From an optimization exercise on the open Yosys and OpenROAD flow, aimed at small area; shortcuts taken in it are not production practice.
The RTL was checked by simulation tests, not by an equivalence proof against the original design.
Power figures rest on the tool's default switching activity, not on a simulated workload.

==> flow/design.v <==
module ce_alu (
    input  wire        clk,
    input  wire        rst,         
    input  wire        in_valid,
    output wire        in_ready,
    input  wire [7:0]  op,
    input  wire [1:0]  sz,          
    input  wire [31:0] a,           
    input  wire [31:0] b,           
    input  wire [31:0] c,           
    input  wire [4:0]  flags_in,    
    output reg         out_valid,
    output wire [31:0] result,
    output reg  [4:0]  flags_out,
    output reg         wr_d,
    output reg  [1:0]  exc          
);
    localparam FC = 0, FV = 1, FZ = 2, FN = 3, FT = 4;
    localparam [4:0] S_IDLE  = 5'd0,  S_ARITH = 5'd1,  S_UNUS2 = 5'd2,
                     S_LOOP  = 5'd3,  S_SHIFT = 5'd4,  S_ROTB  = 5'd5,
                     S_FFSZ  = 5'd6,  S_FFSC  = 5'd7,  S_BSW   = 5'd8,
                     S_CRC   = 5'd9,  S_MULT  = 5'd10, S_CORR1 = 5'd11,
                     S_CORR2 = 5'd12, S_DIVZ  = 5'd13, S_DSTEP = 5'd14,
                     S_DCORR = 5'd15, S_FLAGS = 5'd16, S_WLDR = 5'd17,
                     S_WLDN  = 5'd18, S_RDQ   = 5'd19;
    reg [4:0]  state;
    reg [31:0] R;           
    reg [31:0] W;           
    reg [4:0]  cnt;
    reg        seen;        
    assign result = R;
    wire s8  = (sz == 2'd0);
    wire s16 = (sz == 2'd1);
    wire s32 = sz[1];
    wire l1  = sz[1] | sz[0];              
    wire l2  = sz[1];                      
    wire [4:0] modmask = {sz[1], sz[1] | sz[0], 3'b111};
    wire [3:0] lo = op[3:0];
    wire g1 = (op[7:4] == 4'h1);
    wire g2 = (op[7:4] == 4'h2);
    wire g3 = (op[7:4] == 4'h3);
    wire is_add   = g1 & (lo == 4'h0 || lo == 4'h1);
    wire is_addc  = g1 & (lo == 4'h1);
    wire is_subc  = g1 & (lo == 4'h3);
    wire is_sub   = g1 & (lo == 4'h2 || lo == 4'h3 || lo == 4'hC);
    wire is_cmp   = g1 & (lo == 4'hC);
    wire is_neg   = g1 & (lo == 4'hB);
    wire is_mul   = g1 & (lo == 4'h4);
    wire is_mulh  = g1 & (lo == 4'h5 || lo == 4'h6);
    wire is_mulhs = g1 & (lo == 4'h6);
    wire is_div   = g1 & (lo >= 4'h7 && lo <= 4'hA);
    wire div_quo  = g1 & (lo == 4'h7 || lo == 4'h8);
    wire div_sgn  = g1 & (lo == 4'h8 || lo == 4'hA);
    wire is_divs  = g1 & (lo == 4'h8);
    wire is_logic = g2 & (lo <= 4'h3);
    wire is_not   = g2 & (lo == 4'h4);
    wire is_tst   = g2 & (lo == 4'h5);
    wire is_shl   = g2 & (lo == 4'h6);
    wire is_sar   = g2 & (lo == 4'h8);
    wire is_rol   = g2 & (lo == 4'h9);
    wire is_ror   = g2 & (lo == 4'hA);
    wire is_shift = g2 & (lo >= 4'h6 && lo <= 4'hA);
    wire sh_left  = is_shl | is_rol;
    wire is_btst  = g3 & (lo == 4'h0);
    wire is_bsf   = g3 & (lo >= 4'h1 && lo <= 4'h3);
    wire is_ffs   = g3 & (lo == 4'h5);
    wire is_bsw   = g3 & (lo == 4'h6);
    wire is_crc   = g3 & (lo == 4'h7 || lo == 4'h8);
    wire is_crcc  = g3 & (lo == 4'h7);
    wire legal = ~(sz == 2'd3) &
                 ((g1 & (lo <= 4'hC)) | (g2 & (lo <= 4'hA)) |
                  (g3 & (lo <= 4'h3 || (lo >= 4'h5 && lo <= 4'h8))));
    function automatic msb_at(input [31:0] x, input [1:0] s);
        msb_at = s[1] ? x[31] : s[0] ? x[15] : x[7];
    endfunction
    wire a_neg = msb_at(a, sz);
    wire b_neg = msb_at(b, sz);
    wire neg_q = div_sgn & (a_neg ^ b_neg);
    wire neg_r = div_sgn & a_neg;
    wire neg_loop = div_quo ? neg_q : neg_r;
    wire [4:0] kk    = (is_bsf ? a[4:0] : b[4:0]) &
                       ((is_rol | is_ror | is_btst | is_bsf) ? modmask : 5'h1F);
    wire       eqk   = (cnt == kk);
    wire       lastn = (cnt == modmask);
    wire       lt_n  = s32 | (s16 & ~cnt[4]) | (s8 & ~cnt[4] & ~cnt[3]);
    wire       zR    = (R == 32'd0);
    wire       nR    = msb_at(R, sz);
    wire       r_top = msb_at(R, sz);
    wire       w_top = msb_at(W, sz);
    reg  [1:0] xhi, xlo;         
    reg        d;
    reg        ysa, ysb, ysc;    
    reg        yinv, ycin, yfv, ynomask;
    reg  [1:0] rsel;             
    reg        rins_en, rins;    
    reg        top_en, top_v;    
    reg        crc_en;
    reg        wq;               
    wire [31:0] Rsh = {R[30:0], d};
    wire [31:0] X;
    assign X[31:16] = (xhi == 2'd1) ? R[31:16] : (xhi == 2'd2) ? Rsh[31:16] : 16'd0;
    assign X[15:0]  = (xlo == 2'd1) ? R[15:0]  : (xlo == 2'd2) ? Rsh[15:0]  : 16'd0;
    wire [31:0] ysrc  = ({32{ysa}} & a) | ({32{ysb}} & b) | ({32{ysc}} & c);
    wire [31:0] ylane = {{16{l2 | ynomask}}, {8{l1 | ynomask}}, 8'hFF};
    wire [31:0] Y     = (ylane & (ysrc ^ {32{yinv}})) | (~ylane & {32{yfv}});
    reg  [32:0] sum;
    reg  [31:0] pg_p, pg_g, pp, gg;
    integer bi, bj;
    always @* begin
        pg_p = X ^ Y;
        pg_g = X & Y;
        pp = pg_p;
        gg = pg_g;
        gg[0] = gg[0] | (pp[0] & ycin);
        for (bi = 1; bi <= 5; bi = bi + 1)
            for (bj = (1 << bi) - 1; bj < 32; bj = bj + (1 << bi)) begin
                gg[bj] = gg[bj] | (pp[bj] & gg[bj - (1 << (bi - 1))]);
                pp[bj] = pp[bj] & pp[bj - (1 << (bi - 1))];
            end
        for (bi = 5; bi > 0; bi = bi - 1)
            for (bj = (1 << bi) + (1 << (bi - 1)) - 1; bj < 32; bj = bj + (1 << bi)) begin
                gg[bj] = gg[bj] | (pp[bj] & gg[bj - (1 << (bi - 1))]);
                pp[bj] = pp[bj] & pp[bj - (1 << (bi - 1))];
            end
        sum[0] = pg_p[0] ^ ycin;
        for (bi = 1; bi < 32; bi = bi + 1)
            sum[bi] = pg_p[bi] ^ gg[bi - 1];
        sum[32] = gg[31];
    end
    wire        c32 = sum[32];
    wire [32:0] S   = {c32 ^ yinv, sum[31:0]};
    reg  [31:0] Bv;
    wire crc_fb = R[0] ^ W[31];
    wire [31:0] poly = is_crcc ? 32'h82F6_3B78 : 32'hEDB8_8320;
    always @* begin
        Bv = S[32:1];
        if (rins_en) begin
            if (s8)  Bv[7]  = rins;
            if (s16) Bv[15] = rins;
            if (s32) Bv[31] = rins;
        end
        if (top_en) Bv[31] = top_v;
        if (crc_en) Bv = Bv ^ (poly & {32{crc_fb}});
    end
    wire dv_sub  = ~seen;
    wire bneg_s  = div_sgn & b_neg;
    wire rs_new  = R[31] ^ dv_sub ^ c32;    
    reg [4:0] nstate;
    reg       cnt_clr;
    reg [4:0] F_n;
    reg       last;              
    reg       exc_set1;
    reg       seen_n;
    wire lg_r = R[0], lg_w = W[31];
    reg  loop_f;
    always @* begin
        if (is_logic) begin
            case (lo[1:0])
                2'd0: loop_f = lg_r & lg_w;
                2'd1: loop_f = lg_r | lg_w;
                2'd2: loop_f = lg_r ^ lg_w;
                default: loop_f = lg_r & ~lg_w;
            endcase
        end else begin
            loop_f = (lg_r ^ (neg_loop & seen)) & lt_n;
        end
    end
    wire bmod = (lo[1:0] == 2'd1) ? 1'b1 : (lo[1:0] == 2'd2) ? 1'b0 :
                (lo[1:0] == 2'd3) ? ~R[0] : R[0];
    wire x_s = msb_at(X, sz);
    wire y_s = msb_at(Y, sz);
    wire r_s = msb_at(S[31:0], sz);
    wire c_n = s8 ? S[8] : s16 ? S[16] : S[32];
    wire v_n = ~(x_s ^ y_s) & (x_s ^ r_s);
    wire zn_upd = (exc == 2'd0) & ~(is_btst | is_bsf | is_ffs | is_crc);
    always @* begin
        nstate  = state;
        cnt_clr = 1'b0;
        F_n     = flags_out;
        last    = 1'b0;
        exc_set1 = 1'b0;
        seen_n  = seen;
        xhi = 2'd1; xlo = 2'd1; d = 1'b0;
        ysa = 1'b0; ysb = 1'b0; ysc = 1'b0;
        yinv = 1'b0; ycin = 1'b0; yfv = 1'b0; ynomask = 1'b0;
        rsel = 2'd1;
        rins_en = 1'b0; rins = 1'b0; top_en = 1'b0; top_v = 1'b0; crc_en = 1'b0;
        wq = R[0];
        case (state)
            S_IDLE: begin
                cnt_clr = 1'b1;
                seen_n  = 1'b0;
                F_n     = flags_in;
                if (legal & (is_add | is_sub | is_neg | is_mul | is_mulh | is_logic |
                    is_not | is_tst | is_shift)) begin
                    F_n[FC] = 1'b0;
                    F_n[FV] = 1'b0;
                end
                xhi = 2'd0; xlo = 2'd0;
                if (!legal) begin
                    nstate = S_FLAGS;
                end else if (is_add | is_sub) begin
                    ysa = 1'b1; nstate = S_ARITH;
                end else if (is_neg) begin
                    rsel = 2'd0; nstate = S_ARITH;
                end else if (is_logic | is_crc | is_mulh) begin
                    ysb = 1'b1; nstate = S_WLDR;
                end else if (is_not) begin
                    ysa = 1'b1; yinv = 1'b1; yfv = 1'b0; nstate = S_FLAGS;
                end else if (is_tst) begin
                    ysa = 1'b1; nstate = S_FLAGS;
                end else if (is_shift) begin
                    ysa = 1'b1; nstate = S_SHIFT;
                end else if (is_btst) begin
                    ysa = 1'b1; nstate = S_ROTB;
                end else if (is_bsf) begin
                    ysc = 1'b1; nstate = S_ROTB;
                end else if (is_ffs) begin
                    ysa = 1'b1; nstate = S_FFSZ;
                end else if (is_bsw) begin
                    ysa = 1'b1; nstate = s8 ? S_FLAGS : S_BSW;
                end else if (is_mul) begin
                    ysb = 1'b1; nstate = S_WLDN;
                end else begin  
                    ysb = 1'b1; nstate = S_DIVZ;
                end
            end
            S_ARITH: begin
                if (is_neg) ysa = 1'b1; else ysb = 1'b1;
                yinv = ~is_add; yfv = ~is_add;
                ycin = is_neg | (is_sub & ~is_subc) | (is_subc & ~flags_in[FC]) |
                       (is_addc & flags_in[FC]);
                F_n[FC] = c_n;
                F_n[FV] = v_n;
                cnt_clr = 1'b1;
                nstate = S_LOOP;           
            end
            S_WLDR: begin
                wq = R[0];
                if (cnt == 5'd31) begin
                    cnt_clr = 1'b1;
                    if (is_mulh) begin
                        rsel = 2'd0; nstate = S_MULT;
                    end else if (is_ffs) begin
                        rsel = 2'd0; nstate = S_FFSC;
                    end else begin
                        xhi = 2'd0; xlo = 2'd0;
                        ysa = 1'b1; ynomask = is_crc;
                        nstate = is_crc ? S_CRC : S_LOOP;
                    end
                end else begin
                    rsel = 2'd2;
                end
            end
            S_WLDN: begin
                wq = R[31];
                xhi = 2'd2; xlo = 2'd2; d = R[31];
                if (cnt == 5'd31) begin
                    cnt_clr = 1'b1;
                    rsel = 2'd0; seen_n = 1'b0;
                    nstate = is_mul ? S_MULT : S_DSTEP;
                end
            end
            S_LOOP: begin
                rsel = 2'd2; top_en = 1'b1; top_v = loop_f;
                seen_n = seen | lg_r;
                if (cnt == 5'd31) nstate = S_FLAGS;
            end
            S_CRC: begin
                rsel = 2'd2; crc_en = 1'b1;
                if (lastn) nstate = S_FLAGS;
            end
            S_SHIFT: begin
                if (eqk) begin
                    cnt_clr = 1'b1;
                    nstate = S_LOOP;       
                end else if (sh_left) begin
                    xhi = 2'd2; xlo = 2'd2; d = is_rol & r_top;
                    F_n[FC] = r_top;
                end else begin
                    rsel = 2'd2; rins_en = 1'b1;
                    rins = is_sar ? r_top : is_ror ? R[0] : 1'b0;
                    F_n[FC] = R[0];
                end
            end
            S_ROTB: begin
                rsel = 2'd2; rins_en = 1'b1;
                rins = eqk ? bmod : R[0];
                if (eqk) F_n[FT] = R[0];
                if (lastn) nstate = S_FLAGS;
            end
            S_FFSZ: begin
                F_n[FZ] = zR;
                cnt_clr = 1'b1;
                nstate = S_WLDR;
            end
            S_FFSC: begin
                if (W[31] | (R[5:0] == {s32, s16, s8, 3'b000}))
                    nstate = S_FLAGS;
                else
                    ycin = 1'b1;
            end
            S_BSW: begin
                if (s32 && cnt >= 5'd8 && cnt < 5'd24) begin
                    xhi = 2'd2; xlo = 2'd2; d = R[31];
                end else begin
                    xhi = 2'd1; xlo = 2'd2; d = R[15];
                end
                if ((s16 && cnt == 5'd7) || cnt == 5'd31) nstate = S_FLAGS;
            end
            S_MULT: begin
                if (is_mul) begin
                    xhi = 2'd2; xlo = 2'd2; d = 1'b0;
                    ysa = w_top;
                end else begin
                    ysa = W[31]; rsel = 2'd2;
                end
                if (lastn) begin
                    cnt_clr = 1'b1;
                    nstate = is_mulhs ? S_CORR1 : is_mul ? S_LOOP : S_FLAGS;
                end
            end
            S_CORR1: begin
                ysb = a_neg; yinv = 1'b1; ycin = 1'b1; yfv = 1'b1;
                nstate = S_CORR2;
            end
            S_CORR2: begin
                ysa = b_neg; yinv = 1'b1; ycin = 1'b1; yfv = 1'b1;
                cnt_clr = 1'b1;
                nstate = S_LOOP;
            end
            S_DIVZ: begin
                if (zR) begin
                    exc_set1 = 1'b1;
                    nstate = S_FLAGS;
                end else begin
                    xhi = 2'd0; xlo = 2'd0;
                    ysa = 1'b1; yinv = div_sgn & a_neg; ycin = div_sgn & a_neg;
                    cnt_clr = 1'b1;
                    nstate = S_WLDN;
                end
            end
            S_DSTEP: begin
                xhi = 2'd2; xlo = 2'd2; d = w_top;
                ysb = 1'b1; yinv = dv_sub ^ bneg_s; ycin = dv_sub ^ bneg_s;
                yfv = dv_sub;
                seen_n = rs_new;
                wq = ~rs_new;
                if (lastn) begin
                    cnt_clr = 1'b1;
                    nstate = div_quo ? S_RDQ : S_DCORR;
                end
            end
            S_DCORR: begin
                ysb = seen; yinv = seen & bneg_s; ycin = seen & bneg_s; yfv = 1'b0;
                F_n[FC] = 1'b0;
                F_n[FV] = 1'b0;
                cnt_clr = 1'b1;
                seen_n = 1'b0;
                nstate = S_LOOP;
            end
            S_RDQ: begin
                xhi = 2'd2; xlo = 2'd2; d = w_top;
                if (cnt == 5'd0) begin
                    F_n[FC] = 1'b0;
                    F_n[FV] = is_divs & ~neg_q & w_top;
                end
                seen_n = 1'b0;
                if (lastn) begin
                    cnt_clr = 1'b1;
                    nstate = S_LOOP;
                end
            end
            S_FLAGS: begin
                if (zn_upd) begin
                    F_n[FZ] = zR;
                    F_n[FN] = nR;
                end
                last = 1'b1;
            end
            default: nstate = S_IDLE;
        endcase
    end
    assign in_ready = ~in_valid | last;
    wire [31:0] A = S[31:0];
    reg  [31:0] R_n;
    always @* begin
        case (rsel)
            2'd0: R_n = 32'd0;
            2'd1: R_n = A;
            default: R_n = Bv;
        endcase
    end
    always @(posedge clk) begin
        R    <= R_n;
        W    <= {W[30:0], wq};
        seen <= seen_n;
        cnt  <= cnt_clr ? 5'd0 : cnt + 5'd1;
        out_valid <= 1'b0;
        if (rst) begin
            state <= S_IDLE;
        end else if (state == S_IDLE) begin
            if (in_valid) begin
                state     <= nstate;
                flags_out <= F_n;
                exc       <= legal ? 2'd0 : 2'd2;
                wr_d      <= legal & ~(is_cmp | is_tst | is_btst);
            end
        end else if (last) begin
            flags_out <= F_n;
            if (in_valid) begin
                out_valid <= 1'b1;
                state     <= S_IDLE;
            end
        end else begin
            state     <= nstate;
            flags_out <= F_n;
            if (exc_set1) begin
                exc  <= 2'd1;
                wr_d <= 1'b0;
            end
        end
    end
endmodule
==> flow/flow/run.sh <==
#!/bin/bash
# Layout flow: the standard ORFS layout (standard.sh's make targets and
# settings), with two changes that only affect cell area:
#  1. synthesis maps the logic with an area-oriented ABC script
#     (flow/abc_area.script) instead of ORFS's delay-oriented one; everything
#     else in synthesis (front end, flop mapping, flattening, renaming) is
#     ORFS's and the standard flow's synthesis unchanged, so the registers keep the
#     standard synthesis's names and cell types;
#  2. the port buffers that placement inserts on every input and output are
#     sky130_fd_sc_hd__buf_1 instead of the resizer's default pick.
# Each tool's output goes to a log file of its own in this folder.
set -euo pipefail
W=$(pwd)
ABC_SCRIPT=${ABC_SCRIPT_FILE:-$W/flow/abc_area.script}
PORT_BUF=${PORT_BUF_CELL:-sky130_fd_sc_hd__buf_1}

# ORFS's synth.tcl with only the ABC script replaced
sed "s#^source \$::env(SCRIPTS_DIR)/synth_preamble.tcl\$#source \$::env(SCRIPTS_DIR)/synth_preamble.tcl\nset abc_args [lreplace \$abc_args 1 1 $ABC_SCRIPT]#" \
    "$FLOW_HOME/scripts/synth.tcl" > "$W/synth_area_core.tcl"
grep -q "lreplace" "$W/synth_area_core.tcl"
# The standard flow's synthesis wrapper, sourcing the copy above
sed "s#\$::env(SCRIPTS_DIR)/synth.tcl#$W/synth_area_core.tcl#" synth_recipe.tcl > "$W/synth_area.tcl"
grep -q "synth_area_core" "$W/synth_area.tcl"
# The standard flow's config plus the port buffer choice
cp config.mk "$W/config_area.mk"
echo "export BUFFER_PORTS_ARGS = -buffer_cell $PORT_BUF" >> "$W/config_area.mk"
# standard.sh with that synthesis script and config
sed -e "s#SYNTH_SCRIPT=[^ ]*#SYNTH_SCRIPT=$W/synth_area.tcl#" \
    -e "s#DESIGN_CONFIG=[^ ]*#DESIGN_CONFIG=$W/config_area.mk#" standard.sh > "$W/standard_area.sh"
grep -q "config_area.mk" "$W/standard_area.sh"

bash "$W/standard_area.sh" synth > "$W/synth.log" 2>&1
bash "$W/standard_area.sh" > "$W/layout.log" 2>&1
test -f out/final.def
==> flow/flow/abc_area.script <==
strash
&get -n
&fraig -x
&put
scorr
dc2
dretime
strash
dch -f
dc2
dch -f
&get -n
&dch -f
&nf
&put
topo
stime -c
upsize -c
dnsize -c
==> flow/standard.sh <==
#!/bin/bash
# synth_recipe.tcl (not shown) runs the flow's synth.tcl, then flattens the netlist and writes it again
# the make line also repeats each setting of config.mk as NAME=value (left out here)
make -C /OpenROAD-flow-scripts/flow DESIGN_CONFIG=/design/flow/config.mk WORK_HOME=/design/flow/orfs CLKGATE_MAP_FILE= SYNTH_SCRIPT=/design/flow/synth_recipe.tcl "${@:-finish}"
==> flow/config.mk <==
export PLATFORM = sky130hd
export DESIGN_NAME = ce_alu
export DESIGN_NICKNAME = ce_alu
export VERILOG_FILES = /design/flow/design.v
export SDC_FILE = /design/flow/constraint.sdc
export NUM_CORES = 4
export LEC_CHECK = 0
export CAP_MARGIN = 20
export CORE_MARGIN = 2
export CORE_UTILIZATION = 35
export CTS_BUF_LIST = sky130_fd_sc_hd__clkbuf_8
export GPL_TIMING_DRIVEN = 0
export SLEW_MARGIN = 20
==> flow/constraint.sdc <==
create_clock -name core_clock -period 10.0 [get_ports {clk}]
set_input_delay 2.0000 -clock core_clock [delete_from_list [all_inputs] [get_ports {clk}]]
set_output_delay 2.0000 -clock core_clock [all_outputs]
set_load 0.01 [all_outputs]
==> flow_metrics.env, run 1 <==
export IMPL_outcome="no timing/DRC/antenna violations"
export IMPL_dp_slack_ps=-1880
export IMPL_clkLatencyLatePin_ps=390
export IMPL_p_seq_share_pct=39.8
export IMPL_cp_arrival_ps=9740
export IMPL_synth_ff_latch_count=84
export IMPL_ys_warn_count=1
export IMPL_rsz0062_at_grt="no"
export IMPL_cts_made_buffers=9
export IMPL_reg2reg_slack_ps=1310
export IMPL_remaining_drc_errors=0
export IMPL_synthDistinctLibCells=69
export IMPL_chipHeight_um=145
export IMPL_clockRootBuffer="clkbuf_8"
export IMPL_grt_max_degree=33
export IMPL_min_to="W[15]$_DFF_P_"
export IMPL_finalNetCount=1229
export IMPL_syn_to_final_growth_pct=22.9
export IMPL_antenna_found_initial=0
export IMPL_critical_path_startpoint_type="input pin"
export IMPL_firstDrtPassIters=8
export IMPL_slew_headroom_pct=19.5
export IMPL_ctsHoldBuffers=0
export IMPL_leakagePower_nw=3.15
export IMPL_cts_num_sinks=84
export IMPL_setup_viol=0
export IMPL_synth_net_count=1037
export IMPL_max_stage_delay_ps=440
export IMPL_ir_drop_uv=72.7
export IMPL_hp_class="reg2reg"
export IMPL_fin_skew_ps=18.8
export IMPL_final_instance_count_excl_fill=1328
export IMPL_core_mm2=0.0195
export IMPL_cp_max_fo=9
export IMPL_synthTopCellsByArea="dfxtp_1 (21%), ha_1 (7.2%), xnor2_1 (6.9%)"
export IMPL_clk_pin_slew_ps=100
export IMPL_worst_slack_ps=440
export IMPL_vias_per_cell=5.70
export IMPL_hold_viol=0
export IMPL_port_buffers=155
export IMPL_die_area_mm2=0.0211
export IMPL_path_class="in2reg"
export IMPL_grt_pass1_wl_mm=39.9
export IMPL_rr_startpoint="R[24]$_DFF_P_"
export IMPL_synth_seq_area_share_pct=25.4
export IMPL_rr_worst_depth=40
export IMPL_overflow=0
export IMPL_max_slew_worst_pin_slew_ps=1200
export IMPL_place_congestion=0.968
export IMPL_drt_wl_total_mm=25.8
export IMPL_drive_gt1_share_pct=9.60
export IMPL_place_hpwl_mm=19.9
export IMPL_synth_top_area_share_pct=21.5
export IMPL_rows=51
export IMPL_fmax_mhz=105
export IMPL_synthCells=866
export IMPL_syn_area_mm2=0.00699
export IMPL_clockPowerShare_pct=22.7
export IMPL_wl_per_cell_um=19.4
export IMPL_p_int_w=0.000754
export IMPL_p_sw_share_pct=38.5
export IMPL_reg2reg_to="flags_out[1]$_DFFE_PP_"
export IMPL_p_switching_w=0.000472
export IMPL_cp_required_ps=10180
export IMPL_cap_viol_max_count=0
export IMPL_min_from="W[14]$_DFF_P_"
export IMPL_p_total_w=0.00123
export IMPL_vias=7563
export IMPL_synth_edf_count=9
export IMPL_synth_async_reset_ratio_pct=0
export IMPL_layout_commonest_cell="buf_1"
export IMPL_htreeDepth=3
export IMPL_drtIter0Drc=605
export IMPL_whs_path_depth=0
export IMPL_powerDensity_mw_per_mm2=143
export IMPL_endpoint_kind="register"
export IMPL_slew_viol_final=0
export IMPL_io_pins=156
export IMPL_placed_cells_incl_taps=1290
export IMPL_start_util_pct=35.8
export IMPL_groute_usage_overall_pct=24.1
export IMPL_critPathSlowestCell="fa_1"
export IMPL_setup_tns_ps=0
export IMPL_grt_pass1_vias=7207
export IMPL_ys_flop_type="dfxtp_1"
export IMPL_syn_avg_cell_area_um2=8.07
export IMPL_combPwrFrac_pct=37.5
export IMPL_period_needed_ps=9560
export IMPL_period_share_pct=95.6
export IMPL_mostFrequentLayoutCells="buf_1 (149), nand2_1 (105), nor2_1 (99)"
export IMPL_post_synth_top_area_cell="dfxtp_1"
export IMPL_die_width_um=145
export IMPL_clk_path_buf_depth=2
export IMPL_cpMostUsedCell="o21ai_2"
export IMPL_cts_tree="done"
export IMPL_postRouteAntennaNets=0
export IMPL_n_antenna_cell=0
-- what timing repair did --
action                     CTS  global route
buffers inserted             6            15
setup endpoints to repair   11             1
gates cloned                 1             0
pin swaps                    4             9
gates resized for setup     17            38
-- critical path: cells and delay by family --
family | cells | cell delay [ps]
AO/OA/AOI/OAI | 25 | 3800
adder cells (fa/ha/maj) | 4 | 1360
AND/OR/NAND/NOR | 7 | 1210
buffers and inverters | 5 | 650
XOR/XNOR | 2 | 510
multiplexers | 1 | 200
-- state kept, by name (all words and copies together) (netlist names) --
signal and count:
seen 1, R 32, exc 2, cnt 5, W 32, state 5
wr_d 1, flags_out 5, out_valid 1
-- cells in the mapped netlist, drive strengths merged (3+ instances only) --
master	instances
or2	13
nand3	23
nand4	9
o32ai	5
mux2i	7
a22o	18
o21ai	35
xor2	29
and3	10
o2111ai	3
nor4	13
o22ai	37
clkinv	51
a21boi	6
a31oi	7
nand2	106
nor2	106
or3	5
a221oi	5
a41oi	3
a21oi	50
dfxtp	75
fa	17
edfxtp	9
and2	16
a21o	5
o21a	5
xnor2	55
ha	40
or4	4
a222oi	34
nor2b	7
o211ai	9
nand2b	6
nor3	21
-- through the flow --
stage / cell area, um^2 / hold slack [ps] / utilization, %
after detailed placement: 8010 / 312 / 41.0
after global placement: 7900 / 310 / 40.5
after CTS: 8350 / 332 / 42.8
final: 8590 / 331 / 44.0
after global routing: 8590 / 336 / 44.0
after floorplan: 6990 / 310 / -
-- cell type report --
type / instances / area (um^2)
clock inverters: 6 / 86.3
plain buffers: 1 / 7.51
repair buffers: 180 / 827
well taps: 265 / 332
multi-input cells: 730 / 5220
clock buffers: 10 / 138
inverters: 52 / 203
flip-flops and latches: 84 / 1770
fillers: 2066 / 10900
-- kinds of logic (layout without fill, tap and decap cells) --
group,after synthesis,count (layout),synth area share [%]
AOI/OAI and AO/OA,236,236,24.8
xor gates and xnor gates,84,84,10.5
adders and majority gates,57,57,12.0
buffers and inverters,53,249,2.94
DFF,84,84,25.4
muxes,8,8,1.16
and+or+nand+nor,344,345,23.2
-- metal layers --
metal  wire length [um]  up-vias  part of all wire, %  GRT usage, %
met5                  0        -                    0             0
met4                842        0                  3.3          9.31
met3               1770       49                  6.9          3.93
met2              12100      348                   47          40.1
met1              11000     3563                   43          31.2
li1                   -     3603                    -             -
-- worst max path at each step --
stage | cells past startpoint | slack (ps) | endpoint | start
CTS | 41 | 30 | flags_out[1]$_DFFE_PP_ | op[2]
global route | 44 | 60 | flags_out[1]$_DFFE_PP_ | op[1]
global placement | 42 | -1890 | flags_out[1]$_DFFE_PP_ | sz[1]
finish | 44 | 440 | flags_out[1]$_DFFE_PP_ | op[1]
floorplan | 43 | 580 | flags_out[1]$_DFFE_PP_ | op[0]
detailed placement | 42 | -1880 | flags_out[1]$_DFFE_PP_ | sz[1]
-- power groups by stage --
stage / clock network, W / registers [W] / logic (W)
final: 0.000278 / 0.000488 / 0.000460
after global routing: 0.000296 / 0.000496 / 0.000510
after CTS: 0.000285 / 0.000485 / 0.000448
after detailed placement: 0 / 0.000491 / 0.000439
after global placement: 0 / 0.000492 / 0.000433
after floorplan: 0 / 0.000489 / 0.000280
==> run 2, diff against run 1 <==
==> flow/flow/abc_area.script (replaced) <==
strash
ifraig
scorr
dc2
strash
dch -f
amap
topo
stime -c
upsize -c
dnsize -c
==> run 2 against run 1 <==
  * Still clean on timing, DRC and antenna
  * Sequential share of layout area fell by 1.6 points
  * Wire length rose by 8.7%
  * Register-to-register slack got worse by 150 ps
==> flow_metrics.env, run 2 <==
export IMPL_outcome="no timing/DRC/antenna violations"
export IMPL_fin_skew_ps=23.4
export IMPL_synth_top_area_share_pct=21.4
export IMPL_rows=51
export IMPL_powerDensity_mw_per_mm2=135
export IMPL_hp_class="reg2reg"
export IMPL_grt_max_degree=33
export IMPL_core_mm2=0.0196
export IMPL_cp_max_fo=6
export IMPL_chipHeight_um=146
export IMPL_die_width_um=146
export IMPL_clockPowerShare_pct=20.3
export IMPL_start_util_pct=35.9
export IMPL_leakagePower_nw=3.45
export IMPL_layout_commonest_cell="buf_1"
export IMPL_cts_num_sinks=84
export IMPL_mostFrequentLayoutCells="buf_1 (150), nor2_1 (144), clkinv_1 (101)"
export IMPL_combPwrFrac_pct=42.9
export IMPL_period_needed_ps=9720
export IMPL_vias_per_cell=5.61
export IMPL_cp_required_ps=10090
export IMPL_clk_pin_slew_ps=80
export IMPL_ir_drop_uv=62.0
export IMPL_critPathSlowestCell="a222oi_1"
export IMPL_clk_path_buf_depth=2
export IMPL_fillers=2036
export IMPL_port_buffers=155
export IMPL_seq_area_mm2=0.00177
export IMPL_fmax_mhz=103
export IMPL_ys_flop_type="dfxtp_1"
export IMPL_reg_top3="R x32, W x32"
export IMPL_syn_to_final_growth_pct=32.8
export IMPL_synth_net_count=1140
export IMPL_finalInstanceArea_mm2=0.00933
export IMPL_setup_viol=0
export IMPL_cap_viol_max_count=0
export IMPL_io_pins=156
export IMPL_syn_avg_cell_area_um2=7.25
export IMPL_p_switching_w=0.000531
export IMPL_antenna_found_initial=0
export IMPL_critical_path_startpoint_type="input pin"
export IMPL_firstDrtPassIters=5
export IMPL_grt_pass1_wl_mm=43.1
export IMPL_cpMostUsedCell="inv_2"
export IMPL_period_share_pct=97.2
export IMPL_multi_input_area_mm2=0.00524
export IMPL_grt_pass1_vias=7706
export IMPL_synth_seq_area_share_pct=25.2
export IMPL_htreeDepth=3
export IMPL_p_seq_share_pct=36.8
export IMPL_whs_path_depth=0
export IMPL_synthDistinctLibCells=56
export IMPL_hold_ws_ps=328
export IMPL_clkLatencyLatePin_ps=390
export IMPL_path_class="in2reg"
export IMPL_max_stage_delay_ps=460
export IMPL_ys_warn_count=1
export IMPL_vias=8283
export IMPL_drtIter0Drc=889
export IMPL_drt_wl_total_mm=28.0
export IMPL_postRouteAntennaNets=0
export IMPL_die_area_mm2=0.0212
export IMPL_cts_made_buffers=9
export IMPL_synth_edf_count=9
export IMPL_setup_tns_ps=0
export IMPL_synthTopCellsByArea="dfxtp_1 (21%), nor2_1 (8.7%), ha_1 (7.1%)"
export IMPL_drive_gt1_share_pct=19.4
export IMPL_synth_most_common_cell="nor2_1"
export IMPL_synth_ff_latch_count=84
export IMPL_p_sw_share_pct=42.1
export IMPL_rr_worst_depth=54
export IMPL_rsz0062_at_grt="yes"
export IMPL_place_congestion=0.928
export IMPL_hold_viol=0
export IMPL_wl_per_cell_um=19.0
export IMPL_cp_arrival_ps=9810
export IMPL_slew_viol_final=0
export IMPL_overflow=0
export IMPL_post_synth_top_area_cell="dfxtp_1"
export IMPL_synth_async_reset_ratio_pct=0
export IMPL_syn_area_mm2=0.00702
export IMPL_n_antenna_cell=0
export IMPL_remaining_drc_errors=0
export IMPL_place_hpwl_mm=21.6
export IMPL_max_slew_worst_pin_slew_ps=1060
export IMPL_ctsHoldBuffers=0
export IMPL_p_int_w=0.000732
export IMPL_finalNetCount=1378
export IMPL_clockRootBuffer="clkbuf_8"
export IMPL_cts_tree="done"
export IMPL_synth_commonest_cells="nor2_1 (163), clkinv_1 (111), a21oi_1 (76), dfxtp_1 (75), nand2_1 (74)"
export IMPL_place_area_mm2=0.00822
export IMPL_groute_usage_overall_pct=25.9
export IMPL_slew_headroom_pct=28.7
export IMPL_endpoint_kind="register"
export IMPL_synthCells=969
run 2: final timing paths:
check / start / endpoint / slack, ps
worst max register to register: R[15]$_DFF_P_ / flags_out[1]$_DFFE_PP_ / 1160
worst max-delay path: op[0] / flags_out[1]$_DFFE_PP_ / 280
worst min register to register: W[23]$_DFF_P_ / W[24]$_DFF_P_ / 330
worst min-delay path: W[23]$_DFF_P_ / W[24]$_DFF_P_ / 330
run 2: critical path, delay by kind of cell:
family / cells / cell delay [ps]
compound gates: 23 / 3860
buf+inv: 16 / 1150
simple gates: 15 / 1720
fa+ha+maj: 4 / 1040
run 2: layer usage:
metal  part of all wire (%)  global-route usage, %
met4                    2.6                   7.70
met5                      0                      0
met3                    8.0                   3.79
met2                     48                   43.7
met1                     42                   34.3
run 2: area by class of cell:
type,instances,area share (%)
plain buffers,1,0.0805
clock buffers,9,1.33
clock inverters,7,0.805
inverters,151,6.49
multi-input cells,734,56.2
flip-flops and latches,84,19.0
well taps,265,3.56
repair buffers,226,12.6
run 2: logic make-up after synthesis:
family	after synthesis	synth area share [%]
AOI/OAI and AO/OA	332	33.1
adders and majority gates	57	12.0
and+or+nand+nor	344	21.5
buffers and inverters	152	8.18
DFF	84	25.2
run 2: power by group through the flow:
stage	clock network, W	logic (W)	registers, W
detailed placement	0	0.000499	0.000471
global route	0.000273	0.000604	0.000472
global placement	0	0.000489	0.000471
finish	0.000256	0.000542	0.000465
CTS	0.000261	0.000524	0.000465
floorplan	0	0.000326	0.000474
run 2: what timing repair did:
action                                  4_1_cts  5_1_grt
endpoints found under the setup margin       12        7
gates cloned                                  1        0
resized for setup                            80       37
pin swaps                                    33       52
setup buffers                                34       26
run 2: through the flow:
step                      total power [W]  setup WS, ps  cells  utilization [%]
after floorplan                  0.000799          12.4    969                -
after global placement           0.000961         -2370   1389             41.1
after detailed placement         0.000970         -1760   1401             42.0
after CTS                         0.00125         0.886   1452             45.9
after global routing              0.00135          -163   1477             47.6
final                             0.00126           278   1477             47.6
==> run 3, diff against run 2 <==
==> flow/flow/abc_area.script (replaced) <==
strash
&get -n
&fraig -x
&put
scorr
dc2
dretime
strash
&get -n
&dch -f
&nf -D 6000 -F 6 -A 4
&put
topo
stime -c
upsize -c
dnsize -c
==> run 3 against run 2 <==
  * Still clean on timing, DRC and antenna
  * Via count is 8.5% lower
  * Core utilization down 5.0 points
  * Design area decreased by 7.8%
  * Global-route usage is 3.3 points lower
  * Die area rose by 2.0%
  * Critical endpoint unchanged
  * Largest power group is now sequential cells
==> flow_metrics.env, run 3 <==
export IMPL_rr_worst_depth=39
export IMPL_powerDensity_mw_per_mm2=126
export IMPL_wl_per_cell_um=18.8
export IMPL_slew_headroom_pct=36.2
export IMPL_synth_net_count=1050
export IMPL_remaining_drc_errors=0
export IMPL_core_mm2=0.0202
export IMPL_fmax_mhz=107
export IMPL_critical_path_startpoint_type="input pin"
export IMPL_io_pins=156
export IMPL_setup_viol=0
export IMPL_synth_most_common_cell="nand2_1"
export IMPL_synth_commonest_cells="nand2_1 (98), nor2_1 (80), dfxtp_1 (75), a21oi_1 (65), xor2_1 (53)"
export IMPL_synth_seq_area_share_pct=24.7
export IMPL_postRouteAntennaNets=0
export IMPL_max_stage_delay_ps=530
export IMPL_die_area_mm2=0.0216
export IMPL_rows=52
export IMPL_drtIter0Drc=647
export IMPL_clk_path_buf_depth=2
export IMPL_cp_arrival_ps=9470
export IMPL_drt_wl_total_mm=25.2
export IMPL_start_util_pct=35.5
export IMPL_place_hpwl_mm=19.6
export IMPL_synthTopCellsByArea="dfxtp_1 (21%), ha_1 (7.0%), xor2_1 (6.5%)"
export IMPL_synth_edf_count=9
export IMPL_whs_path_depth=0
export IMPL_cts_made_buffers=9
export IMPL_cp_max_fo=15
export IMPL_leakagePower_nw=3.29
export IMPL_synth_top_area_share_pct=20.9
export IMPL_grt_max_degree=33
export IMPL_ir_drop_uv=56.4
export IMPL_die_width_um=147
export IMPL_post_synth_top_area_cell="dfxtp_1"
export IMPL_grt_pass1_wl_mm=38.6
export IMPL_min_to="W[23]$_DFF_P_"
export IMPL_reg2reg_to="flags_out[1]$_DFFE_PP_"
export IMPL_grt_pass1_vias=7070
export IMPL_slew_viol_final=0
export IMPL_cp_required_ps=10110
export IMPL_clk_pin_slew_ps=80
export IMPL_synthCells=879
export IMPL_groute_usage_overall_pct=22.6
export IMPL_clockRootBuffer="clkbuf_8"
export IMPL_mostFrequentLayoutCells="buf_1 (152), nand2_1 (97), nor2_1 (78)"
export IMPL_cts_num_sinks=84
export IMPL_chipHeight_um=147
export IMPL_critPathSlowestCell="fa_1"
export IMPL_cts_tree="done"
export IMPL_ys_flop_type="dfxtp_1"
export IMPL_layout_commonest_cell="buf_1"
export IMPL_min_from="W[22]$_DFF_P_"
export IMPL_endpoint_kind="register"
export IMPL_clkLatencyLatePin_ps=390
export IMPL_n_antenna_cell=0
export IMPL_htreeDepth=3
export IMPL_finalNetCount=1236
export IMPL_synth_ff_latch_count=84
export IMPL_fin_util_pct=42.6
export IMPL_ys_warn_count=1
export IMPL_syn_avg_cell_area_um2=8.15
export IMPL_ctsHoldBuffers=0
export IMPL_hold_viol=0
export IMPL_place_congestion=0.969
export IMPL_hp_class="reg2reg"
export IMPL_overflow=0
export IMPL_path_class="in2reg"
export IMPL_syn_area_mm2=0.00717
export IMPL_cap_viol_max_count=0
export IMPL_syn_to_final_growth_pct=19.9
export IMPL_firstDrtPassIters=8
export IMPL_period_needed_ps=9360
export IMPL_max_slew_worst_pin_slew_ps=956
export IMPL_synth_async_reset_ratio_pct=0
export IMPL_final_instance_count_excl_fill=1340
export IMPL_fin_skew_ps=17.3
export IMPL_drive_gt1_share_pct=9.25
export IMPL_antenna_found_initial=0
export IMPL_vias_per_cell=5.66
export IMPL_rr_startpoint="R[31]$_DFF_P_"
export IMPL_placed_cells_incl_taps=1311
export IMPL_outcome="no timing/DRC/antenna violations"
export IMPL_period_share_pct=93.6
export IMPL_reg_top3="R x32, W x32"
export IMPL_vias=7578
export IMPL_port_buffers=155
export IMPL_synthDistinctLibCells=87
export IMPL_reg2reg_slack_ps=1540
run 3: cells by family after synthesis:
logic type | share of synthesized area [%]
AND/OR/NAND/NOR | 21.2
AO/OA/AOI/OAI | 28.1
flip-flops | 24.7
XOR/XNOR | 10.0
buffers and inverters | 3.14
adder cells (fa/ha/maj) | 11.7
multiplexers | 1.13
run 3: layout make-up:
type                    instances  area, um^2
fillers                      2148       11600
multi-input cells             737        5280
flip-flops and latches         84        1770
repair buffers                174         793
well taps                     270         338
inverters                      58         218
clock buffers                  10         138
clock inverters                 6        47.5
plain buffers                   1        7.51
run 3: per-stage QoR:
step | setup slack [ps] | instance area [um^2] | total power [W] | hold WS, ps | TNS, ps
2_1_floorplan | 1060 | 7170 | 0.000709 | 310 | 0
3_3_place_gp | -859 | 8090 | 0.000845 | 310 | -2020
3_5_place_dp | -643 | 8240 | 0.000854 | 312 | -821
4_1_cts | 49.5 | 8450 | 0.00109 | 332 | 0
5_1_grt | -16.0 | 8600 | 0.00115 | 339 | -16.0
6_report | 636 | 8600 | 0.00109 | 329 | 0
run 3: how the worst max path moves through the flow:
stage / start / to / slack [ps]
after global placement: op[0] / flags_out[1]$_DFFE_PP_ / -860
after global routing: op[1] / flags_out[1]$_DFFE_PP_ / -20
after floorplan: op[1] / flags_out[1]$_DFFE_PP_ / 1060
after detailed placement: sz[1] / flags_out[1]$_DFFE_PP_ / -640
after CTS: op[1] / flags_out[1]$_DFFE_PP_ / 50
final: op[1] / flags_out[1]$_DFFE_PP_ / 640
run 3: routing by layer:
| layer | up-vias | global-route usage [%] | part of all wire, % |
|---|---|---|---|
| met4 | 0 | 6.39 | 2.8 |
| met5 | - | 0 | 0 |
| met2 | 301 | 36.2 | 46 |
| met3 | 44 | 4.50 | 7.4 |
| li1 | 3640 | - | - |
| met1 | 3593 | 30.9 | 44 |
run 3: repair_timing:
| action | CTS | global route |
|---|---|---|
| pin swaps | 1 | 7 |
| setup buffers | 2 | 10 |
| gates resized for setup | 2 | 20 |
| setup endpoints to repair | 1 | 4 |
| gates cloned | 0 | 1 |
run 3: report_power, final:
group / total [W] / switching (W) / internal [W]
combinational: 0.000392 / 0.000229 / 0.000163
sequential: 0.000466 / 0.0000647 / 0.000401
clock: 0.000229 / 0.000130 / 0.0000990
run 3: critical path, delay by kind of cell:
kind / cells / cell delay, ps
AOI/OAI and AO/OA: 21 / 3190
and+or+nand+nor: 9 / 1710
adders and majority gates: 3 / 1210
buffers and inverters: 4 / 620
muxes: 2 / 390
xor gates and xnor gates: 2 / 350
==> run 4, diff against run 3 <==
==> flow/flow/abc_area.script (replaced) <==
strash
&get -n
&fraig -x
&put
scorr
dc2
dretime
strash
&get -n
&dch -f
&nf
&put
topo
stime -c
upsize -c
dnsize -c
==> run 4 against run 3 <==
  * Sequential cell count stayed put
  * Maximum frequency decreased by 2.5%
  * Design area is 0.31% higher
  * Total power grew 11%
  * Clock skew increased by 5.1 ps
  * Cell count is 0.97% higher
  * Critical path type unchanged
  * Setup slack worse by 240 ps
==> flow_metrics.env, run 4 <==
export IMPL_start_util_pct=35.6
export IMPL_core_mm2=0.0202
export IMPL_mostFrequentLayoutCells="buf_1 (152), nand2_1 (98), nor2_1 (92)"
export IMPL_cts_num_sinks=84
export IMPL_firstDrtPassIters=7
export IMPL_synth_ff_latch_count=84
export IMPL_grtUsageMet3_pct=3.92
export IMPL_groute_usage_overall_pct=23.5
export IMPL_seq_area_mm2=0.00177
export IMPL_syn_area_mm2=0.00721
export IMPL_ys_flop_type="dfxtp_1"
export IMPL_fillers=2103
export IMPL_cp_required_ps=10070
export IMPL_path_depth=40
export IMPL_die_area_mm2=0.0218
export IMPL_port_buffers=155
export IMPL_cap_viol_max_count=0
export IMPL_grt_pass1_wl_mm=39.9
export IMPL_n_antenna_cell=0
export IMPL_final_instance_count_excl_fill=1353
export IMPL_fin_skew_ps=22.4
export IMPL_overflow=0
export IMPL_synth_edf_count=9
export IMPL_remaining_drc_errors=0
export IMPL_clkLatencyLatePin_ps=380
export IMPL_setup_tns_ps=0
export IMPL_path_class="in2reg"
export IMPL_reg_top3="R x32, W x32"
export IMPL_layout_commonest_cell="buf_1"
export IMPL_vias=7535
export IMPL_endpoint_kind="register"
export IMPL_reg2reg_to="flags_out[1]$_DFFE_PP_"
export IMPL_synth_top_area_share_pct=20.8
export IMPL_whs_path_depth=0
export IMPL_cts_made_buffers=9
export IMPL_htreeDepth=3
export IMPL_chipHeight_um=147
export IMPL_rows=52
export IMPL_fmax_mhz=104
export IMPL_critPathSlowestCell="nor2b_1"
export IMPL_critical_path_startpoint_type="input pin"
export IMPL_cp_arrival_ps=9680
export IMPL_drive_gt1_share_pct=8.59
export IMPL_finalInstanceArea_mm2=0.00862
export IMPL_syn_to_final_growth_pct=19.7
export IMPL_synth_most_common_cell="nand2_1"
export IMPL_synthDistinctLibCells=81
export IMPL_hp_class="reg2reg"
export IMPL_cp_max_fo=18
export IMPL_leakagePower_nw=3.32
export IMPL_crit_family="compound AO/OA/AOI/OAI gates"
export IMPL_antenna_found_initial=0
export IMPL_grt_busiest_layer="met2"
export IMPL_place_area_mm2=0.00828
export IMPL_place_congestion=0.943
export IMPL_max_stage_delay_ps=700
export IMPL_period_share_pct=96.1
export IMPL_slew_viol_final=0
export IMPL_min_from="W[20]$_DFF_P_"
export IMPL_synth_commonest_cells="nand2_1 (98), nor2_1 (95), dfxtp_1 (75), a21oi_1 (67), xor2_1 (53)"
export IMPL_slew_headroom_pct=34.2
export IMPL_synthCells=894
export IMPL_grt_pass1_vias=6986
export IMPL_hold_viol=0
export IMPL_cts_tree="done"
export IMPL_io_pins=156
export IMPL_clk_pin_slew_ps=80
export IMPL_ys_warn_count=1
export IMPL_synth_async_reset_ratio_pct=0
export IMPL_rr_startpoint="R[31]$_DFF_P_"
export IMPL_synthTopCellsByArea="dfxtp_1 (21%), ha_1 (6.9%), xor2_1 (6.4%)"
export IMPL_post_synth_top_area_cell="dfxtp_1"
export IMPL_placed_cells_incl_taps=1328
export IMPL_gr_usage_met1_pct=31.1
export IMPL_drt_wl_total_mm=26.0
export IMPL_multi_input_area_mm2=0.00533
export IMPL_reg2reg_slack_ps=1660
export IMPL_place_hpwl_mm=20.4
export IMPL_wl_per_cell_um=19.2
export IMPL_max_slew_worst_pin_slew_ps=984
export IMPL_vias_per_cell=5.57
export IMPL_synth_net_count=1065
export IMPL_worst_path_buf_inv=4
export IMPL_rr_worst_depth=38
export IMPL_postRouteAntennaNets=0
export IMPL_syn_avg_cell_area_um2=8.06
export IMPL_finalNetCount=1249
export IMPL_powerDensity_mw_per_mm2=140
export IMPL_use_met2_pct=38.3
export IMPL_synth_seq_area_share_pct=24.6
export IMPL_cpMostUsedCell="o21ai_2"
export IMPL_die_width_um=147
export IMPL_outcome="no timing/DRC/antenna violations"
export IMPL_drtIter0Drc=485
export IMPL_period_needed_ps=9610
export IMPL_ir_drop_uv=70.7
export IMPL_setup_viol=0
export IMPL_clk_path_buf_depth=2
export IMPL_min_to="W[21]$_DFF_P_"
export IMPL_grt_max_degree=22
export IMPL_clockRootBuffer="clkbuf_8"
[run 4: changes by cell type after synthesis, sizes merged, moves of 3 or more]
cell,previous run,this run
a21o,5,8
o21ai,45,49
nand3,25,20
clkinv,51,44
or2,5,13
nor2,85,101
[run 4: report_power, final]
group | total, W | switching, W | leakage (nW) | internal, W
Sequential | 0.000486 | 0.0000737 | 0.702 | 0.000412
Clock | 0.000254 | 0.000135 | 0.107 | 0.000119
Combinational | 0.000467 | 0.000275 | 2.51 | 0.000193
[run 4: final cells by class]
class / count / share of cell area (%)
plain buffers: 1 / 0.0871
clock buffers: 9 / 1.44
repair buffers: 172 / 9.02
multi-input cells: 757 / 61.8
flip-flops and latches: 84 / 20.5
inverters: 53 / 2.31
well taps: 270 / 3.92
clock inverters: 7 / 0.914
[run 4: worst max-delay path by stage]
stage                     startpoint                endpoint
after CTS                      op[0]  flags_out[1]$_DFFE_PP_
final                          sz[0]  flags_out[1]$_DFFE_PP_
after floorplan                op[1]  flags_out[1]$_DFFE_PP_
after global routing           sz[0]  flags_out[1]$_DFFE_PP_
after detailed placement       sz[1]  flags_out[1]$_DFFE_PP_
after global placement         op[1]  flags_out[1]$_DFFE_PP_
[run 4: through the flow]
stage          hold WS [ps]  worst slack [ps]  util (%)  total power [W]
6_report                323               394      42.6          0.00121
5_1_grt                 334             -44.8      42.6          0.00128
4_1_cts                 328              42.8      42.2          0.00120
3_5_place_dp            312              -835      40.9         0.000946
3_3_place_gp            311              -936      40.2         0.000938
2_1_floorplan           310               944         -         0.000778
[run 4: cells by family after synthesis]
group / after synthesis / synth area share, %
buffers and inverters: 54 / 2.86
multiplexers: 8 / 1.13
AO/OA/AOI/OAI: 285 / 27.7
XOR/XNOR: 82 / 9.97
adder cells (fa/ha/maj): 57 / 11.7
flip-flops: 84 / 24.6
AND/OR/NAND/NOR: 324 / 22.1
[run 4: per-layer routing]
metal,vias to the layer above,part of all wire [%]
li1,3658,-
met1,3548,44
met2,274,46
met3,55,6.0
met4,0,3.5
met5,-,0
[run 4: repair_timing]
action | 4_1_cts | 5_1_grt
setup endpoints to repair | 1 | 1
setup buffers | 3 | 5
hold buffers | 0 | 0
pin swaps | 2 | 5
hold endpoints to repair | 0 | 0
cloned | 1 | 0
resized for setup | 5 | 12
==> run 5, diff against run 4 <==
--- a/flow/flow/run.sh
+++ b/flow/flow/run.sh
@@ -9,3 +9,5 @@
 #  2. the port buffers that placement inserts on every input and output are
-#     sky130_fd_sc_hd__buf_1 instead of the resizer's default pick.
+#     sky130_fd_sc_hd__buf_1 instead of the resizer's default pick;
+#  3. clock tree synthesis builds the tree from sky130_fd_sc_hd__clkbuf_8
+#     and adds no dummy loads.
 # Each tool's output goes to a log file of its own in this folder.
@@ -26,2 +28,3 @@
 echo "export BUFFER_PORTS_ARGS = -buffer_cell $PORT_BUF" >> "$W/config_area.mk"
+echo "export CTS_ARGS = -sink_clustering_enable -repair_clock_nets -buf_list ${CTS_BUF:-sky130_fd_sc_hd__clkbuf_8} -dont_use_dummy_load" >> "$W/config_area.mk"
 # standard.sh with that synthesis script and config
--- a/flow/config.mk
+++ b/flow/config.mk
@@ -7,7 +7,6 @@
 export LEC_CHECK = 0
-export CAP_MARGIN = 20
+export CAP_MARGIN = 5
 export CORE_MARGIN = 2
 export CORE_UTILIZATION = 35
-export CTS_BUF_LIST = sky130_fd_sc_hd__clkbuf_8
 export GPL_TIMING_DRIVEN = 0
-export SLEW_MARGIN = 20
+export SLEW_MARGIN = 5
==> run 5 against run 4 <==
  * Still clean on timing, DRC and antenna
  * Setup slack gained 11 ps
  * Clock power down 26%
  * Area after synthesis unchanged
  * Maximum frequency rose by 0.11%
  * First-iteration DRC count increased by 11%
  * Register-to-register slack about the same
  * Global-route usage increased by 0.56 points
  * Sequential share of layout area grew 0.24 points
  * Highest routed layer unchanged
==> flow_metrics.env, run 5 <==
export IMPL_slew_headroom_pct=11.6
export IMPL_critical_path_startpoint_type="input pin"
export IMPL_synth_edf_count=9
export IMPL_rows=52
export IMPL_grt_busiest_layer="met2"
export IMPL_cp_required_ps=10060
export IMPL_syn_avg_cell_area_um2=8.06
export IMPL_grt_pass1_wl_mm=40.5
export IMPL_drtIter0Drc=538
export IMPL_remaining_drc_errors=0
export IMPL_ys_warn_count=1
export IMPL_post_synth_top_area_cell="dfxtp_1"
export IMPL_synth_async_reset_ratio_pct=0
export IMPL_postRouteAntennaNets=0
export IMPL_use_met2_pct=39.4
export IMPL_path_class="in2reg"
export IMPL_firstDrtPassIters=5
export IMPL_max_stage_delay_ps=700
export IMPL_critPathSlowestCell="nor2b_1"
export IMPL_finalNetCount=1251
export IMPL_synth_most_common_cell="nand2_1"
export IMPL_chipHeight_um=147
export IMPL_overflow=0
export IMPL_synth_top_area_share_pct=20.8
export IMPL_cp_arrival_ps=9650
export IMPL_vias=7575
export IMPL_synthDistinctLibCells=81
export IMPL_slew_viol_final=0
export IMPL_groute_usage_overall_pct=24.0
export IMPL_synthCells=894
export IMPL_placed_cells_incl_taps=1325
export IMPL_synthTopCellsByArea="dfxtp_1 (21%), ha_1 (6.9%), xor2_1 (6.4%)"
export IMPL_final_instance_count_excl_fill=1348
export IMPL_dp_slack_ps=-828
export IMPL_clk_pin_slew_ps=70
export IMPL_start_util_pct=35.6
export IMPL_place_hpwl_mm=20.2
export IMPL_cpMostUsedCell="o21ai_2"
export IMPL_mostFrequentLayoutCells="buf_1 (152), nand2_1 (98), nor2_1 (92)"
export IMPL_ctsHoldBuffers=0
export IMPL_fmax_mhz=104
export IMPL_cts_tree="done"
export IMPL_io_pins=156
export IMPL_crit_family="compound AO/OA/AOI/OAI gates"
export IMPL_powerDensity_mw_per_mm2=134
export IMPL_worst_slack_ps=405
export IMPL_synth_seq_area_share_pct=24.6
export IMPL_setup_tns_ps=0
export IMPL_period_needed_ps=9590
export IMPL_layout_commonest_cell="buf_1"
export IMPL_period_share_pct=95.9
export IMPL_fillers=2118
export IMPL_max_slew_worst_pin_slew_ps=1320
export IMPL_cp_max_fo=17
export IMPL_drt_wl_total_mm=26.4
export IMPL_cts_made_buffers=9
export IMPL_clk_path_buf_depth=2
export IMPL_setup_viol=0
export IMPL_gr_usage_met1_pct=31.2
export IMPL_endpoint_kind="register"
export IMPL_cap_viol_max_count=0
export IMPL_clockRootBuffer="clkbuf_8"
export IMPL_grt_max_degree=26
export IMPL_rsz0062_at_grt="no"
export IMPL_ys_flop_type="dfxtp_1"
export IMPL_hold_ws_ps=310
export IMPL_grt_pass1_vias=7092
export IMPL_n_antenna_cell=0
export IMPL_htreeDepth=3
export IMPL_die_area_mm2=0.0218
export IMPL_synth_net_count=1065
export IMPL_hp_class="reg2reg"
export IMPL_die_width_um=147
export IMPL_syn_to_final_growth_pct=18.3
export IMPL_core_mm2=0.0202
export IMPL_ir_drop_uv=64.6
export IMPL_synth_commonest_cells="nand2_1 (98), nor2_1 (95), dfxtp_1 (75), a21oi_1 (67), xor2_1 (53)"
export IMPL_wl_per_cell_um=19.6
export IMPL_outcome="no timing/DRC/antenna violations"
export IMPL_port_buffers=155
export IMPL_reg_top3="R x32, W x32"
export IMPL_syn_area_mm2=0.00721
export IMPL_cts_num_sinks=84
export IMPL_place_congestion=0.943
export IMPL_clkLatencyLatePin_ps=370
export IMPL_worst_path_buf_inv=3
export IMPL_leakagePower_nw=3.26
export IMPL_hold_viol=0
export IMPL_antenna_found_initial=0
export IMPL_vias_per_cell=5.62
export IMPL_fin_skew_ps=25.9
export IMPL_synth_ff_latch_count=84
export IMPL_grtUsageMet3_pct=4.44
export IMPL_drive_gt1_share_pct=8.26
-- run 5: logic make-up after synthesis --
group,after synthesis,share of synthesized area [%]
compound gates,285,27.7
xor+xnor,82,9.97
fa+ha+maj,57,11.7
buf+inv,54,2.86
flops,84,24.6
mux,8,1.13
simple gates,324,22.1
-- run 5: final timing paths --
| kind | startpoint | end | slack [ps] | depth (start not counted) |
|---|---|---|---|---|
| setup reg to reg | R[31]$_DFF_P_ | flags_out[1]$_DFFE_PP_ | 1660 | 37 |
| hold / removal | W[21]$_DFF_P_ | W[22]$_DFF_P_ | 310 | 0 |
| setup / recovery | sz[0] | flags_out[1]$_DFFE_PP_ | 410 | 39 |
| hold reg to reg | W[21]$_DFF_P_ | W[22]$_DFF_P_ | 310 | 0 |
-- run 5: metrics by stage --
stage / cell area [um^2] / total power (W) / util [%]
final: 8520 / 0.00114 / 42.1
after global routing: 8520 / 0.00122 / 42.1
after CTS: 8420 / 0.00114 / 41.6
after detailed placement: 8220 / 0.000945 / 40.6
after global placement: 8130 / 0.000938 / 40.2
after floorplan: 7210 / 0.000778 / -
-- run 5: repair_timing --
action,4_1_cts,5_1_grt
cloned,2,0
endpoints found under the setup margin,1,1
buffers inserted,4,8
pin swaps,5,6
resized for setup,6,11
-- run 5: report_power, final --
group	leakage (nW)	switching, W	total (W)	internal (W)
clock network	0.0647	0.000107	0.000187	0.0000804
logic	2.50	0.000274	0.000467	0.000193
registers	0.702	0.0000742	0.000487	0.000413
total	3.26	0.000455	0.00114	0.000686
-- run 5: per-layer routing --
metal / routed length [um] / share of wire (%) / vias up
met5: 0 / 0 / -
met4: 966 / 3.7 / 0
met3: 1770 / 6.7 / 52
met2: 12200 / 46 / 322
met1: 11500 / 44 / 3549
li1: - / - / 3652
-- run 5: area by class of cell --
| cell class | instances | area, um^2 | area share [%] |
|---|---|---|---|
| buffer | 1 | 7.51 | 0.0881 |
| tap | 270 | 338 | 3.96 |
| timing repair buffer | 173 | 754 | 8.85 |
| clock buffer | 9 | 124 | 1.45 |
| multi-input combinational | 758 | 5330 | 62.5 |
| inverter | 53 | 199 | 2.33 |
| sequential | 84 | 1770 | 20.8 |
==> run 6, diff against run 5 <==
--- a/flow/flow/abc_area.script
+++ b/flow/flow/abc_area.script
@@ -8,2 +8,5 @@
 strash
+dch -f
+dc2
+dch -f
 &get -n
==> run 6 against run 5 <==
  * Design area fell by 0.66%
  * Maximum frequency up 0.33%
  * Count of clock-buffer cells in the layout unchanged
  * Sequential share of layout area is 0.14 points higher
  * Register-to-register slack lost 350 ps
  * Total power is 0.43% lower
  * Clock power is 3% higher
  * Global-route usage down 0.34 points
  * Largest power group unchanged
==> flow_metrics.env, run 6 <==
export IMPL_outcome="no timing/DRC/antenna violations"
export IMPL_synthCells=866
export IMPL_max_slew_worst_pin_slew_ps=1180
export IMPL_cap_viol_max_count=0
export IMPL_drtIter0Drc=549
export IMPL_vias_per_cell=5.65
export IMPL_synthDistinctLibCells=69
export IMPL_cp_max_fo=21
export IMPL_cpMostUsedCell="o21ai_2"
export IMPL_antenna_found_initial=0
export IMPL_grt_max_degree=25
export IMPL_rows=51
export IMPL_synth_most_common_cell="nand2_1"
export IMPL_combPwrFrac_pct=40.4
export IMPL_cp_required_ps=10080
export IMPL_synthMuxAreaShare_pct=1.16
export IMPL_fin_util_pct=43.4
export IMPL_start_util_pct=35.8
export IMPL_cp_arrival_ps=9640
export IMPL_port_buffers=155
export IMPL_leakagePower_nw=3.08
export IMPL_layout_commonest_cell="buf_1"
export IMPL_reg_top3="R x32, W x32"
export IMPL_post_synth_top_area_cell="dfxtp_1"
export IMPL_wl_per_cell_um=19.3
export IMPL_period_share_pct=95.6
export IMPL_io_pins=156
export IMPL_ys_flop_type="dfxtp_1"
export IMPL_grt_pass1_vias=7148
export IMPL_rsz0062_at_grt="no"
export IMPL_synth_compound_area_share_pct=24.8
export IMPL_max_stage_delay_ps=440
export IMPL_synth_net_count=1037
export IMPL_die_area_mm2=0.0211
export IMPL_postRouteAntennaNets=0
export IMPL_synth_seq_area_share_pct=25.4
export IMPL_firstDrtPassIters=5
export IMPL_cts_num_sinks=84
export IMPL_synthTopCellsByArea="dfxtp_1 (21%), ha_1 (7.2%), xnor2_1 (6.9%)"
export IMPL_powerDensity_mw_per_mm2=134
export IMPL_ir_drop_uv=69.3
export IMPL_syn_to_final_growth_pct=21.2
export IMPL_synth_ff_latch_count=84
export IMPL_clk_pin_slew_ps=80
export IMPL_grt_pass1_wl_mm=39.4
export IMPL_cts_made_buffers=9
export IMPL_hold_viol=0
export IMPL_synth_commonest_cells="nand2_1 (106), nor2_1 (104), dfxtp_1 (75), xnor2_1 (55), clkinv_1 (51)"
export IMPL_synth_fa_ha_area_share_pct=12.0
export IMPL_p_seq_share_pct=42.7
export IMPL_worst_path_buf_inv=4
export IMPL_clk_path_buf_depth=2
export IMPL_syn_avg_cell_area_um2=8.07
export IMPL_groute_usage_overall_pct=23.7
export IMPL_p_sw_share_pct=39.5
export IMPL_hp_class="reg2reg"
export IMPL_mostFrequentLayoutCells="buf_1 (150), nand2_1 (105), nor2_1 (101)"
export IMPL_die_width_um=145
export IMPL_clkLatencyLatePin_ps=370
export IMPL_ys_warn_count=1
export IMPL_p_int_w=0.000687
export IMPL_slew_viol_final=0
export IMPL_synth_top_area_share_pct=21.5
export IMPL_critPathSlowestCell="fa_1"
export IMPL_endpoint_kind="register"
export IMPL_overflow=0
export IMPL_crit_family="compound AO/OA/AOI/OAI gates"
export IMPL_synth_edf_count=9
export IMPL_synth_top_family_by_area="compound AO/OA/AOI/OAI gates"
export IMPL_synth_simple_gate_area_share_pct=23.2
export IMPL_p_switching_w=0.000449
export IMPL_slew_headroom_pct=20.7
export IMPL_place_hpwl_mm=20.0
export IMPL_critical_path_startpoint_type="input pin"
export IMPL_clockPowerShare_pct=16.9
export IMPL_path_class="in2reg"
export IMPL_clockRootBuffer="clkbuf_8"
export IMPL_htreeDepth=3
export IMPL_core_mm2=0.0195
export IMPL_setup_viol=0
export IMPL_setup_tns_ps=0
export IMPL_fin_skew_ps=19.1
export IMPL_remaining_drc_errors=0
export IMPL_finalNetCount=1227
export IMPL_period_needed_ps=9560
export IMPL_n_antenna_cell=0
export IMPL_drt_wl_total_mm=25.5
export IMPL_chipHeight_um=145
export IMPL_ctsHoldBuffers=0
export IMPL_drive_gt1_share_pct=8.63
export IMPL_synth_async_reset_ratio_pct=0
export IMPL_place_congestion=0.968
export IMPL_vias=7451
export IMPL_syn_area_mm2=0.00699
export IMPL_cts_tree="done"
export IMPL_synth_xor_area_share_pct=10.5
export IMPL_fmax_mhz=105
run 6: changes by cell type after synthesis, sizes merged, moves of 5 or more:
cell / delta
a222oi: +32
a22o: -29
xnor2: +26
xor2: -24
a21oi: -21
a22oi: -20
o21ai: -14
inv: -8
clkinv: +7
nand2: +6
nor2: +5
run 6: power groups by stage:
| stage | combinational (W) | sequential, W | clock [W] |
|---|---|---|---|
| finish | 0.000459 | 0.000485 | 0.000193 |
| global route | 0.000508 | 0.000496 | 0.000207 |
| CTS | 0.000448 | 0.000485 | 0.000199 |
| detailed placement | 0.000440 | 0.000492 | 0 |
| global placement | 0.000433 | 0.000492 | 0 |
| floorplan | 0.000280 | 0.000489 | 0 |
run 6: timing repair:
item,4_1_cts,5_1_grt
cloned,1,0
gates resized for setup,16,37
setup buffers,7,12
endpoints found under the hold margin,0,0
setup endpoints to repair,11,3
pin swaps,4,7
run 6: final cells by class:
cell class                 instances  area (um^2)
clock buffer                       9          124
fill                            2073        11100
buffer                             1         7.51
multi-input combinational        730         5210
timing repair buffer             178          818
sequential                        84         1770
inverter                          52          206
tap                              265          332
run 6: metrics by stage:
| step | hold slack [ps] | total power (W) | setup WS [ps] | cells | area, um^2 |
|---|---|---|---|---|---|
| 3_3_place_gp | 310 | 0.000925 | -1890 | 1286 | 7900 |
| 4_1_cts | 328 | 0.00113 | 6.45 | 1308 | 8270 |
| 2_1_floorplan | 310 | 0.000770 | 580 | 866 | 6990 |
| 6_report | 326 | 0.00114 | 437 | 1319 | 8470 |
| 5_1_grt | 333 | 0.00121 | 24.0 | 1319 | 8470 |
| 3_5_place_dp | 312 | 0.000931 | -1850 | 1291 | 8020 |
run 6: kinds of logic after synthesis:
logic type,after synthesis
xor gates and xnor gates,84
AOI/OAI and AO/OA,236
and+or+nand+nor,344
adders and majority gates,57
DFF,84
buffers and inverters,53
muxes,8
run 6: per-layer routing:
layer  global-route usage [%]  routed length (um)  up-vias
li1                         -                   -     3603
met1                     30.4               10800     3461
met2                     40.2               12000      335
met3                     3.68                1730       52
met4                     8.77                 971        0
met5                        0                   0        -
run 6: worst paths after layout:
kind	cells past startpoint	from	to	slack (ps)
max	43	sz[0]	flags_out[1]$_DFFE_PP_	440
min	0	W[2]$_DFF_P_	W[3]$_DFF_P_	330
max reg2reg	40	R[24]$_DFF_P_	flags_out[1]$_DFFE_PP_	1310
min reg2reg	0	W[2]$_DFF_P_	W[3]$_DFF_P_	330

## port drivers added, routing unchanged
In the flow no input, the clock included, has a driving cell. The finished layouts below were timed again as built, in two steps. Step 1: set_driving_cell puts a clkbuf_16 on clk and a buf_2 on each other input, an assumption about the parent block. Step 2 also shifts input and output timing later by t, the mid clock arrival at the registers, as if the neighbouring blocks saw the same clock. a / b / c = no drivers / after step 1 / after step 2; a / b = the first two.
| run | t (ns) | slack for setup (ns) | worst register clock-pin slew, ns | pins driven straight from the clock port |
|---|---|---|---|---|
| run 1 | 0.422 | 0.440 / 0.463 / 0.041 | 0.10 / 0.10 | 1 |
| run 2 | 0.418 | 0.278 / 0.297 / -0.121 | 0.11 / 0.11 | 1 |
| run 3 | 0.414 | 0.636 / 0.652 / 0.238 | 0.10 / 0.10 | 1 |
| run 4 | 0.409 | 0.394 / 0.411 / 0.001 | 0.10 / 0.10 | 1 |
| run 5 | 0.400 | 0.405 / 0.422 / 0.022 | 0.09 / 0.09 | 1 |
| run 6 | 0.402 | 0.437 / 0.455 / 0.053 | 0.08 / 0.08 | 1 |
Met with ideal ports but missed after step 2: setup timing in run 2.
